Source: an optimization exercise on an open RTL-to-GDS flow (aim: small area, a short achievable clock period and few clock cycles per item). Production flows keep margins and buffers that such runs may drop.
In this exercise RTL edits were held to simulation tests only and were not proved equivalent to the original.
Power and IR drop assume default switching activity.

`flow/design.v`:
```
module rafter_level (
    input  wire        clk,
    input  wire        rst,
    input  wire        in_valid,
    output wire        in_ready,
    input  wire [9:0]  floor_lvl,
    input  wire [9:0]  intensity,
    input  wire [9:0]  wave_min,
    input  wire [9:0]  wave_max,
    input  wire        c0_hit,
    input  wire [9:0]  c0_level,
    input  wire        c1_hit,
    input  wire [9:0]  c1_level,
    input  wire        follow,
    input  wire [15:0] y,
    input  wire [15:0] yage,
    input  wire [15:0] dl_timeout,
    input  wire [9:0]  dl_lo,
    input  wire [9:0]  dl_hi,
    input  wire [9:0]  dl_min,
    input  wire [15:0] ramp_up,
    input  wire [15:0] ramp_down,
    input  wire [9:0]  deadband,
    input  wire [15:0] refresh,
    input  wire        tick,
    input  wire [15:0] l_in,
    input  wire [9:0]  last_sent_in,
    input  wire        c0_active_in,
    input  wire        pending_in,
    input  wire        refresh_only_in,
    input  wire [15:0] refresh_tmr_in,
    output reg         out_valid,
    input  wire        out_ready,
    output wire [15:0] l_out,
    output wire [9:0]  last_sent_out,
    output wire        c0_active_out,
    output wire        pending_out,
    output wire        refresh_only_out,
    output wire [15:0] refresh_tmr_out,
    output wire        released
);
    function [16:0] add16(input [15:0] a, input [15:0] b, input ci);
        integer k;
        reg c;
        begin
            c = ci;
            for (k = 0; k < 16; k = k + 1) begin
                add16[k] = a[k] ^ b[k] ^ c;
                c = (a[k] & b[k]) | (a[k] & c) | (b[k] & c);
            end
            add16[16] = c;
        end
    endfunction
    function ge16(input [15:0] a, input [15:0] b);
        integer k;
        reg c;
        begin
            c = 1'b1;
            for (k = 0; k < 16; k = k + 1)
                c = (a[k] & ~b[k]) | (a[k] & c) | (~b[k] & c);
            ge16 = c;
        end
    endfunction
    function ge16t(input [15:0] a, input [15:0] b);
        integer k, w;
        reg [15:0] g, e;
        begin
            g = a & ~b;
            e = ~(a ^ b);
            for (w = 1; w < 16; w = w * 2)
                for (k = 0; k < 16; k = k + 2 * w) begin
                    g[k] = g[k + w] | (e[k + w] & g[k]);
                    e[k] = e[k + w] & e[k];
                end
            ge16t = g[0] | e[0];
        end
    endfunction
    function [19:0] mul10(input [9:0] a, input [9:0] b);
        integer r, k;
        reg [19:0] acc;
        reg c, p, s;
        begin
            acc = {10'd0, a & {10{b[0]}}};
            for (r = 1; r < 10; r = r + 1) begin
                c = 1'b0;
                for (k = 0; k < 10; k = k + 1) begin
                    p = a[k] & b[r];
                    s = acc[r + k] ^ p ^ c;
                    c = (acc[r + k] & p) | (acc[r + k] & c) | (p & c);
                    acc[r + k] = s;
                end
                acc[r + 10] = c;
            end
            mul10 = acc;
        end
    endfunction
    reg  s_v;
    reg  rdy;                       
    wire adv = !s_v;
    assign in_ready = rdy;
    reg  [4:0] vld;
    always @(posedge clk) begin
        if (rst) vld <= 0;
        else if (adv) vld <= {vld[3:0], in_valid};
    end
    wire x_v = vld[4];
    wire [9:0] i_floor_lvl = floor_lvl;
    wire [9:0] i_intensity = intensity;
    wire [9:0] i_wave_min = wave_min;
    wire [9:0] i_wave_max = wave_max;
    wire [0:0] i_c0_hit = c0_hit;
    wire [9:0] i_c0_level = c0_level;
    wire [0:0] i_c1_hit = c1_hit;
    wire [9:0] i_c1_level = c1_level;
    wire [0:0] i_follow = follow;
    wire [15:0] i_y = y;
    wire [15:0] i_yage = yage;
    wire [15:0] i_dl_timeout = dl_timeout;
    wire [9:0] i_dl_lo = dl_lo;
    wire [9:0] i_dl_hi = dl_hi;
    wire [9:0] i_dl_min = dl_min;
    wire [15:0] i_ramp_up = ramp_up;
    wire [15:0] i_ramp_down = ramp_down;
    wire [9:0] i_deadband = deadband;
    wire [15:0] i_refresh = refresh;
    wire [0:0] i_tick = tick;
    wire [15:0] i_l_in = l_in;
    wire [9:0] i_last_sent_in = last_sent_in;
    wire [0:0] i_c0_active_in = c0_active_in;
    wire [0:0] i_pending_in = pending_in;
    wire [0:0] i_refresh_only_in = refresh_only_in;
    wire [15:0] i_refresh_tmr_in = refresh_tmr_in;
    wire [9:0] ls = i_c0_hit ? i_c0_level : i_last_sent_in;
    wire [0:0] c0 = i_c0_hit;
    wire [0:0] rel = !i_c0_hit && i_c0_active_in;
    wire [0:0] due = (i_refresh != 16'd0) && (i_refresh_tmr_in == 16'd0 || (i_tick && i_refresh_tmr_in == 16'd1));
    wire [0:0] p_b = !i_c0_hit && (due || i_pending_in);
    wire [0:0] r_b = !i_c0_hit && ((due && !i_pending_in) || i_refresh_only_in);
    wire [9:0] crng = ~i_dl_min;
    wire [9:0] db = i_deadband;
    wire [0:0] i_nz = !i_c1_hit && |i_intensity;
    wire [9:0] wi = i_intensity;
    wire [9:0] wmin = i_wave_min;
    wire [9:0] flr = i_c1_hit ? i_c1_level : i_floor_lvl;
    wire [0:0] ceil_on = !i_c0_hit && !i_c1_hit && i_follow && i_y[15] && ge16t(i_dl_timeout, i_yage);
    reg  [9:0] i_wave_min_p1;
    reg  [9:0] i_wave_max_p1;
    reg  [15:0] i_y_p1;
    reg  [9:0] i_dl_lo_p1;
    reg  [9:0] i_dl_hi_p1;
    reg  [15:0] i_ramp_up_p1;
    reg  [15:0] i_ramp_down_p1;
    reg  [0:0] i_tick_p1;
    reg  [15:0] i_l_in_p1;
    reg  [15:0] i_refresh_tmr_in_p1;
    reg  [9:0] ls_p1;
    reg  [0:0] c0_p1;
    reg  [0:0] rel_p1;
    reg  [0:0] p_b_p1;
    reg  [0:0] r_b_p1;
    reg  [9:0] crng_p1;
    reg  [9:0] db_p1;
    reg  [0:0] i_nz_p1;
    reg  [9:0] wi_p1;
    reg  [9:0] wmin_p1;
    reg  [9:0] flr_p1;
    reg  [0:0] ceil_on_p1;
    always @(posedge clk) if (adv) begin
        i_wave_min_p1 <= i_wave_min;
        i_wave_max_p1 <= i_wave_max;
        i_y_p1 <= i_y;
        i_dl_lo_p1 <= i_dl_lo;
        i_dl_hi_p1 <= i_dl_hi;
        i_ramp_up_p1 <= i_ramp_up;
        i_ramp_down_p1 <= i_ramp_down;
        i_tick_p1 <= i_tick;
        i_l_in_p1 <= i_l_in;
        i_refresh_tmr_in_p1 <= i_refresh_tmr_in;
        ls_p1 <= ls;
        c0_p1 <= c0;
        rel_p1 <= rel;
        p_b_p1 <= p_b;
        r_b_p1 <= r_b;
        crng_p1 <= crng;
        db_p1 <= db;
        i_nz_p1 <= i_nz;
        wi_p1 <= wi;
        wmin_p1 <= wmin;
        flr_p1 <= flr;
        ceil_on_p1 <= ceil_on;
    end
    wire [16:0] ws_s = add16({6'd0, i_wave_max_p1}, {6'h3f, ~i_wave_min_p1}, 1'b1);
    wire [9:0] ws = ws_s[9:0];
    wire [16:0] tmr_s = add16(i_refresh_tmr_in_p1, 16'hffff, 1'b0);
    wire [15:0] tmr = (!c0_p1 && i_tick_p1 && i_refresh_tmr_in_p1 != 16'd0) ? tmr_s[15:0] : i_refresh_tmr_in_p1;
    wire [16:0] up_s = add16(i_l_in_p1, i_ramp_up_p1, 1'b0);
    wire [16:0] dn_s = add16(i_l_in_p1, ~i_ramp_down_p1, 1'b1);
    wire [15:0] l_hi = c0_p1 ? {ls_p1, 6'd0} : (i_ramp_up_p1 == 16'd0 || up_s[16]) ? 16'hffff : up_s[15:0];
    wire [15:0] l_lo = c0_p1 ? {ls_p1, 6'd0} : (i_ramp_down_p1 == 16'd0 || !dn_s[16]) ? 16'h0000 : dn_s[15:0];
    wire [16:0] sp_s = add16({6'd0, i_dl_hi_p1}, {6'h3f, ~i_dl_lo_p1}, 1'b1);
    wire [16:0] yo_s = add16({6'd0, i_y_p1[9:0]}, {6'h3f, ~i_dl_lo_p1}, 1'b1);
    wire [0:0] y_gt_lo = !ge16({6'd0, i_dl_lo_p1}, {6'd0, i_y_p1[9:0]});
    wire [0:0] y_ge_hi = ge16({6'd0, i_y_p1[9:0]}, {6'd0, i_dl_hi_p1});
    wire [9:0] span = sp_s[9:0];
    wire [9:0] yc = !(ceil_on_p1 && y_gt_lo) ? 10'd0 : y_ge_hi ? sp_s[9:0] : yo_s[9:0];
    wire [19:0] wx = mul10(ws, wi_p1);
    wire [19:0] cn = mul10(yc, crng_p1);
    wire [9:0] cnh = cn[19:10];
    wire [0:0] cb0 = cn[0];
    wire [0:0] cb1 = cn[1];
    wire [0:0] cb2 = cn[2];
    wire [0:0] cb3 = cn[3];
    wire [0:0] cb4 = cn[4];
    wire [0:0] cb5 = cn[5];
    wire [0:0] cb6 = cn[6];
    wire [0:0] cb7 = cn[7];
    wire [0:0] cb8 = cn[8];
    wire [0:0] cb9 = cn[9];
    reg  [9:0] ls_p2;
    reg  [0:0] c0_p2;
    reg  [0:0] rel_p2;
    reg  [0:0] p_b_p2;
    reg  [0:0] r_b_p2;
    reg  [9:0] db_p2;
    reg  [0:0] i_nz_p2;
    reg  [9:0] wmin_p2;
    reg  [9:0] flr_p2;
    reg  [15:0] tmr_p2;
    reg  [15:0] l_hi_p2;
    reg  [15:0] l_lo_p2;
    reg  [9:0] span_p2;
    reg  [19:0] wx_p2;
    reg  [9:0] cnh_p2;
    reg  [0:0] cb0_p2;
    reg  [0:0] cb1_p2;
    reg  [0:0] cb2_p2;
    reg  [0:0] cb3_p2;
    reg  [0:0] cb4_p2;
    reg  [0:0] cb5_p2;
    reg  [0:0] cb6_p2;
    reg  [0:0] cb7_p2;
    reg  [0:0] cb8_p2;
    reg  [0:0] cb9_p2;
    always @(posedge clk) if (adv) begin
        ls_p2 <= ls_p1;
        c0_p2 <= c0_p1;
        rel_p2 <= rel_p1;
        p_b_p2 <= p_b_p1;
        r_b_p2 <= r_b_p1;
        db_p2 <= db_p1;
        i_nz_p2 <= i_nz_p1;
        wmin_p2 <= wmin_p1;
        flr_p2 <= flr_p1;
        tmr_p2 <= tmr;
        l_hi_p2 <= l_hi;
        l_lo_p2 <= l_lo;
        span_p2 <= span;
        wx_p2 <= wx;
        cnh_p2 <= cnh;
        cb0_p2 <= cb0;
        cb1_p2 <= cb1;
        cb2_p2 <= cb2;
        cb3_p2 <= cb3;
        cb4_p2 <= cb4;
        cb5_p2 <= cb5;
        cb6_p2 <= cb6;
        cb7_p2 <= cb7;
        cb8_p2 <= cb8;
        cb9_p2 <= cb9;
    end
    wire [0:0] wc = ge16({6'd0, wx_p2[9:0]}, {6'd0, ~wx_p2[19:10]});
    wire [16:0] wv_s = add16({6'd0, wmin_p2}, {6'd0, wx_p2[19:10]}, wc);
    wire [9:0] wv = wv_s[9:0] & {10{i_nz_p2}};
    wire [9:0] pre = ge16({6'd0, wv}, {6'd0, flr_p2}) ? wv : flr_p2;
    wire [16:0] ds9 = add16({5'd0, cnh_p2, cb9_p2}, {6'h3f, ~span_p2}, 1'b1);
    wire [0:0] q9 = ds9[16] | cnh_p2[9];
    wire [9:0] rm9 = q9 ? ds9[9:0] : {cnh_p2[8:0], cb9_p2};
    wire [16:0] ds8 = add16({5'd0, rm9, cb8_p2}, {6'h3f, ~span_p2}, 1'b1);
    wire [0:0] q8 = ds8[16] | rm9[9];
    wire [9:0] rm8 = q8 ? ds8[9:0] : {rm9[8:0], cb8_p2};
    wire [16:0] ds7 = add16({5'd0, rm8, cb7_p2}, {6'h3f, ~span_p2}, 1'b1);
    wire [0:0] q7 = ds7[16] | rm8[9];
    wire [9:0] rm7 = q7 ? ds7[9:0] : {rm8[8:0], cb7_p2};
    wire [16:0] ds6 = add16({5'd0, rm7, cb6_p2}, {6'h3f, ~span_p2}, 1'b1);
    wire [0:0] q6 = ds6[16] | rm7[9];
    wire [9:0] rm6 = q6 ? ds6[9:0] : {rm7[8:0], cb6_p2};
    reg  [9:0] ls_p3;
    reg  [0:0] c0_p3;
    reg  [0:0] rel_p3;
    reg  [0:0] p_b_p3;
    reg  [0:0] r_b_p3;
    reg  [9:0] db_p3;
    reg  [15:0] tmr_p3;
    reg  [15:0] l_hi_p3;
    reg  [15:0] l_lo_p3;
    reg  [9:0] span_p3;
    reg  [9:0] pre_p3;
    reg  [0:0] cb0_p3;
    reg  [0:0] cb1_p3;
    reg  [0:0] cb2_p3;
    reg  [0:0] cb3_p3;
    reg  [0:0] cb4_p3;
    reg  [0:0] cb5_p3;
    reg  [0:0] q9_p3;
    reg  [0:0] q8_p3;
    reg  [0:0] q7_p3;
    reg  [0:0] q6_p3;
    reg  [9:0] rm6_p3;
    always @(posedge clk) if (adv) begin
        ls_p3 <= ls_p2;
        c0_p3 <= c0_p2;
        rel_p3 <= rel_p2;
        p_b_p3 <= p_b_p2;
        r_b_p3 <= r_b_p2;
        db_p3 <= db_p2;
        tmr_p3 <= tmr_p2;
        l_hi_p3 <= l_hi_p2;
        l_lo_p3 <= l_lo_p2;
        span_p3 <= span_p2;
        pre_p3 <= pre;
        cb0_p3 <= cb0_p2;
        cb1_p3 <= cb1_p2;
        cb2_p3 <= cb2_p2;
        cb3_p3 <= cb3_p2;
        cb4_p3 <= cb4_p2;
        cb5_p3 <= cb5_p2;
        q9_p3 <= q9;
        q8_p3 <= q8;
        q7_p3 <= q7;
        q6_p3 <= q6;
        rm6_p3 <= rm6;
    end
    wire [16:0] ds5 = add16({5'd0, rm6_p3, cb5_p3}, {6'h3f, ~span_p3}, 1'b1);
    wire [0:0] q5 = ds5[16] | rm6_p3[9];
    wire [9:0] rm5 = q5 ? ds5[9:0] : {rm6_p3[8:0], cb5_p3};
    wire [16:0] ds4 = add16({5'd0, rm5, cb4_p3}, {6'h3f, ~span_p3}, 1'b1);
    wire [0:0] q4 = ds4[16] | rm5[9];
    wire [9:0] rm4 = q4 ? ds4[9:0] : {rm5[8:0], cb4_p3};
    wire [16:0] ds3 = add16({5'd0, rm4, cb3_p3}, {6'h3f, ~span_p3}, 1'b1);
    wire [0:0] q3 = ds3[16] | rm4[9];
    wire [9:0] rm3 = q3 ? ds3[9:0] : {rm4[8:0], cb3_p3};
    wire [16:0] ds2 = add16({5'd0, rm3, cb2_p3}, {6'h3f, ~span_p3}, 1'b1);
    wire [0:0] q2 = ds2[16] | rm3[9];
    wire [9:0] rm2 = q2 ? ds2[9:0] : {rm3[8:0], cb2_p3};
    reg  [9:0] ls_p4;
    reg  [0:0] c0_p4;
    reg  [0:0] rel_p4;
    reg  [0:0] p_b_p4;
    reg  [0:0] r_b_p4;
    reg  [9:0] db_p4;
    reg  [15:0] tmr_p4;
    reg  [15:0] l_hi_p4;
    reg  [15:0] l_lo_p4;
    reg  [9:0] span_p4;
    reg  [9:0] pre_p4;
    reg  [0:0] cb0_p4;
    reg  [0:0] cb1_p4;
    reg  [0:0] q9_p4;
    reg  [0:0] q8_p4;
    reg  [0:0] q7_p4;
    reg  [0:0] q6_p4;
    reg  [0:0] q5_p4;
    reg  [0:0] q4_p4;
    reg  [0:0] q3_p4;
    reg  [0:0] q2_p4;
    reg  [9:0] rm2_p4;
    always @(posedge clk) if (adv) begin
        ls_p4 <= ls_p3;
        c0_p4 <= c0_p3;
        rel_p4 <= rel_p3;
        p_b_p4 <= p_b_p3;
        r_b_p4 <= r_b_p3;
        db_p4 <= db_p3;
        tmr_p4 <= tmr_p3;
        l_hi_p4 <= l_hi_p3;
        l_lo_p4 <= l_lo_p3;
        span_p4 <= span_p3;
        pre_p4 <= pre_p3;
        cb0_p4 <= cb0_p3;
        cb1_p4 <= cb1_p3;
        q9_p4 <= q9_p3;
        q8_p4 <= q8_p3;
        q7_p4 <= q7_p3;
        q6_p4 <= q6_p3;
        q5_p4 <= q5;
        q4_p4 <= q4;
        q3_p4 <= q3;
        q2_p4 <= q2;
        rm2_p4 <= rm2;
    end
    wire [16:0] ds1 = add16({5'd0, rm2_p4, cb1_p4}, {6'h3f, ~span_p4}, 1'b1);
    wire [0:0] q1 = ds1[16] | rm2_p4[9];
    wire [9:0] rm1 = q1 ? ds1[9:0] : {rm2_p4[8:0], cb1_p4};
    wire [16:0] ds0 = add16({5'd0, rm1, cb0_p4}, {6'h3f, ~span_p4}, 1'b1);
    wire [0:0] q0 = ds0[16] | rm1[9];
    wire [10:0] ub = {1'b0, ls_p4} + {1'b0, db_p4};
    wire [10:0] lbv = {1'b0, ls_p4} - {1'b0, db_p4};
    wire [0:0] f_lo = ge16({6'd0, l_lo_p4[15:6]}, {5'd0, ub}) || (!lbv[10] && ge16({6'd0, lbv[9:0]}, {6'd0, l_lo_p4[15:6]}));
    wire [0:0] f_hi = ge16({6'd0, l_hi_p4[15:6]}, {5'd0, ub}) || (!lbv[10] && ge16({6'd0, lbv[9:0]}, {6'd0, l_hi_p4[15:6]}));
    wire [0:0] ne_lo = l_lo_p4[15:6] != ls_p4;
    wire [9:0] ceiling = ~{q9_p4, q8_p4, q7_p4, q6_p4, q5_p4, q4_p4, q3_p4, q2_p4, q1, q0};
    wire [9:0] target = ge16({6'd0, pre_p4}, {6'd0, ceiling}) ? ceiling : pre_p4;
    wire [0:0] below = !ge16({target, 6'd0}, l_lo_p4);
    wire [0:0] above = !ge16({6'd0, l_hi_p4[15:6]}, {6'd0, target});
    wire [15:0] l_new = below ? l_lo_p4 : above ? l_hi_p4 : {target, 6'd0};
    wire [0:0] f_t = ge16({6'd0, target}, {5'd0, ub}) || (!lbv[10] && ge16({6'd0, lbv[9:0]}, {6'd0, target}));
    wire [0:0] eq = below ? (l_lo_p4[15:6] == target && ne_lo) : !above && target != ls_p4;
    wire [0:0] fd = below ? f_lo : above ? f_hi : f_t;
    wire [0:0] other = rel_p4 || fd || eq;
    wire [0:0] pend = !c0_p4 && (other || p_b_p4);
    wire [0:0] ronly = !c0_p4 && !other && r_b_p4;
    reg  [9:0] ls_p5;
    reg  [0:0] c0_p5;
    reg  [0:0] rel_p5;
    reg  [15:0] tmr_p5;
    reg  [15:0] l_new_p5;
    reg  [0:0] pend_p5;
    reg  [0:0] ronly_p5;
    always @(posedge clk) if (adv) begin
        ls_p5 <= ls_p4;
        c0_p5 <= c0_p4;
        rel_p5 <= rel_p4;
        tmr_p5 <= tmr_p4;
        l_new_p5 <= l_new;
        pend_p5 <= pend;
        ronly_p5 <= ronly;
    end
    reg  [15:0] s_l_out;
    reg  [9:0] s_last_sent_out;
    reg  [0:0] s_c0_active_out;
    reg  [0:0] s_pending_out;
    reg  [0:0] s_refresh_only_out;
    reg  [15:0] s_refresh_tmr_out;
    reg  [0:0] s_released;
    always @(posedge clk) begin
        if (rst) begin
            s_v <= 1'b0;
            rdy <= 1'b1;
        end else if (s_v) begin
            s_v <= !out_ready;
            rdy <= out_ready;
        end else begin
            s_v <= x_v && !out_ready;
            rdy <= !x_v || out_ready;
        end
    end
    always @(posedge clk) if (!s_v) begin
        s_l_out <= l_new_p5;
        s_last_sent_out <= ls_p5;
        s_c0_active_out <= c0_p5;
        s_pending_out <= pend_p5;
        s_refresh_only_out <= ronly_p5;
        s_refresh_tmr_out <= tmr_p5;
        s_released <= rel_p5;
    end
    always @(*) out_valid = s_v || x_v;
    assign l_out = s_v ? s_l_out : l_new_p5;
    assign last_sent_out = s_v ? s_last_sent_out : ls_p5;
    assign c0_active_out = s_v ? s_c0_active_out : c0_p5;
    assign pending_out = s_v ? s_pending_out : pend_p5;
    assign refresh_only_out = s_v ? s_refresh_only_out : ronly_p5;
    assign refresh_tmr_out = s_v ? s_refresh_tmr_out : tmr_p5;
    assign released = s_v ? s_released : rel_p5;
endmodule
```
`flow/run.sh`:
```
#!/bin/bash
# synth_recipe.tcl (not shown) runs the flow's synth.tcl, then flattens the netlist and writes it again
# the make line also repeats each setting of config.mk as NAME=value (left out here)
make -C /OpenROAD-flow-scripts/flow DESIGN_CONFIG=/design/flow/config.mk WORK_HOME=/design/flow/orfs CLKGATE_MAP_FILE= SYNTH_SCRIPT=/design/flow/synth_recipe.tcl finish
```
`flow/config.mk`:
```
export PLATFORM = sky130hd
export DESIGN_NAME = rafter_level
export DESIGN_NICKNAME = rafter_level
export VERILOG_FILES = /design/flow/design.v
export SDC_FILE = /design/flow/constraint.sdc
export NUM_CORES = 4
export LEC_CHECK = 0
export CAP_MARGIN = 20
export CORE_MARGIN = 2
export CORE_UTILIZATION = 40
export SLEW_MARGIN = 20
```
`flow/constraint.sdc`:
```
create_clock -name core_clock -period 70.0 [get_ports {clk}]
set_input_delay 14.0000 -clock core_clock [delete_from_list [all_inputs] [get_ports {clk}]]
set_output_delay 14.0000 -clock core_clock [all_outputs]
set_load 0.01 [all_outputs]
```
==> run summary <==
==> cell usage in the layout, fill, tap and decap left out, types with 66 or more instances in the layout <==
cell             count
nand2_1            133
nor2_1             100
mux2i_1             68
clkbuf_16           73
ha_1               104
clkdlybuf4s50_1    291
inv_1              361
mux2_2             102
fa_1               306
edfxtp_1           584
and2_1             131
o21ai_0             66
==> area by class of cell <==
cell class                      count  area [um2]  share of cell area
Clock buffer                       91        1900              0.0454
Sequential cell                   637       18600               0.444
Multi-Input combinational cell   1504       15000               0.358
Timing Repair Buffer              309        3050              0.0727
Tap cell                         1155        1450              0.0345
Inverter                          365        1380              0.0329
Clock inverter                     43         554              0.0132
==> final timing paths <==
path,start,endpoint,slack (ns),cells after the start
max,cb5_p3,rm2_p4[2],53.07,58
min,l_lo_p3[5],l_lo_p4[5],0.39,0
max reg2reg,cb5_p3,rm2_p4[2],53.07,58
min reg2reg,l_lo_p3[5],l_lo_p4[5],0.39,0
==> through the flow <==
stage | std cells | instance area (um2) | hold slack [ns] | utilization
6_report | 4104 | 41900 | 0.393 | 0.482
5_1_grt | 4104 | 41900 | 0.391 | 0.482
4_1_cts | 4104 | 41900 | 0.391 | 0.482
3_5_place_dp | 3970 | 39400 | 0.405 | 0.453
3_3_place_gp | 3970 | 39400 | 0.400 | 0.453
2_1_floorplan | 2570 | 35200 | 0.400 | -
==> worst max-delay path, delay by kind of cell (launching register included) <==
kind	cells	cell delay [ns]
AO/OA/AOI/OAI	3	0.72
AND/OR/NAND/NOR	5	0.55
buffers and inverters	12	1.17
flip-flops	1	0.38
multiplexers	1	0.39
adder cells (fa/ha/maj)	37	13.44
==> routing by layer <==
metal  routed length [um]  global-route usage  up-vias
met1                31000               0.212     9996
met4                 2100              0.0556        2
met3                 3870              0.0308      110
li1                     -                   -     9625
met5                   13                   0        -
met2                35800               0.280      541
==> power breakdown <==
group	internal (mW)	total, mW	switching [mW]
combinational	0.480	1.05	0.569
clock	0.227	0.383	0.156
sequential	0.548	0.591	0.0429
==> logic make-up (layout without fill, tap and decap cells) <==
logic type,count (synthesis),count (layout),share of synthesized area
xor+xnor,39,39,0.00970
compound gates,331,331,0.0650
simple gates,520,520,0.0770
flops,637,637,0.528
fa+ha+maj,440,440,0.220
mux,174,174,0.0536
buf+inv,429,808,0.0470
==> impl_results.md <==
* Die height at 301 um
* Fraction of registers with async set/reset at 0
* Reg with most FFs: wx_p2
* I/O Buffers at 291
* GRT Residual Overflow at 0
* Max VDD drop at 101 uV
* RSZ-0062 raised after global routing: no
* Largest register FFs at 20
* Total wire length at 72900 um
* Critical path's slowest cell: fa_1
* Crit path time final at 16.93 ns
* Crit start category: flop
* Max Cap Viol at 0
* Setup Buffers After CTS at 0
* Clock buffer count from CTS at 73
* Root buffer cell: clkbuf_16
* GR Util All Layers at 0.165
* Post-synth EDFFs at 584
* Net count, final at 3549
* Syn Area/Cell at 13.7 um2
* DP HPWL at 57200 um
* Worst Tran Pin Value at 1.14 ns
* Top-count cell post-synth: edfxtp_1
* WS Path Type: flop to flop
* Placeable Area at 87000 um2
* Worst setup EP type: flop
* # IOs at 297
* DR WL/cell at 17.8 um
* Syn-to-layout area delta at 19.0%
* Post-Synthesis Cells at 2570
* Crit-path max cell delay at 0.45 ns
* First-pass GRT wire length at 116000 um
* Number of hold violations in the final report at 0
* Largest net degree at the start of global routing at 136
* Worst-case clock buffer depth at 3
* Yosys Warn Count at 1
* Setup_tns at 0 ns
* Clock Skew at 0.0632 ns
* H-Tree Level Count at 3
* Critical path fanouts, max at 13
* Area share of the largest cell type after synthesis at 0.498
* Pwr Total at 2.02 mW
* Resized Gates After CTS at 0
* Largest cells by area after synthesis: edfxtp_1 (50%), fa_1 (17%), inv_1 (3.9%)
* DIE AREA at 90400 um2
* Clock Latency Late Sink at 0.63 ns
* Clock sinks at 637
* Worst Slack Setup Final at 53.07 ns
* Rows at 108
* Worst Path Required at 70.34 ns
* Worst-path clk slew at 0.06 ns
* CTS tree: yes
* Peak Freq at 59.1 MHz
* Final setup fails at 0
* Min-Delay Path Class: flop to flop
* Fraction of layout cells with a size suffix above 1 at 0.0949
* Routed vias at 20300
* DR iter-0 viols at 1212
* Die Wd at 301 um
* Gpl congestion at 0.900
* Outcome: finished clean
* Initial Util at 0.405
* Synth cell count leaders: edfxtp_1 (584), inv_1 (362), fa_1 (306)
* Ys flop type: edfxtp_1
* # DRC at 0
* Syn Nets at 3229
* Antenna diodes at 0
* Seq cells post-synth at 637
* Post-synth cell types at 97
* Hold buffer count at cts at 0
* Arrival time at the worst endpoint at 17.27 ns
* Tcrit/Tclk final at 0.242
* Pre-CTS setup slack at 52.94 ns
* Final antenna-violating net count at 0
* P per Cell Area at 48.3 nW/um2
* Most frequent CP cell: fa_1
* Vias in the first global route at 21600
* Final Max Slew Viols at 0
* Total of fill cells in the finished design at 7626
* Post-synth top area cell: edfxtp_1
* Post-synthesis instance area at 35200 um2
* Leak pwr at 16.9 nW
* Sequential area share after synthesis at 0.528
* Via density per instance at 4.94
* Rel. slew slack at 0.239
* DR pass1 iterations at 5
* Initial antenna violation count at 3
Testbench counts, summed over its fixed seeds: cycles 19,240, items 19,200.

-- re-timing with driven ports --
Ports are ideal in the flow. The routed layout listed here was re-timed in OpenROAD.
Step 1, drivers: a clkbuf_16 drives clk and a buf_2 each remaining input, both assumed.
Step 2 adds t to the input delays and takes it off the output delays; t is the mean of the earliest and latest rising clock arrival at the registers after step 1. Input paths then give back, and output paths get back, about the clock's delay inside the block.
Three values: ideal, step 1, step 2; two values: the first two.
t, ns: 0.665
setup slack, ns: 53.072 / 53.072 / 53.034
worst register clock-pin slew, ns: 0.06 / 0.06
worst data-port slew with drivers (ns): 0.09
After both steps setup and hold are still met in this run. The setup slack of this run moves by 0.000 ns with the drivers and by -0.038 ns with both steps.
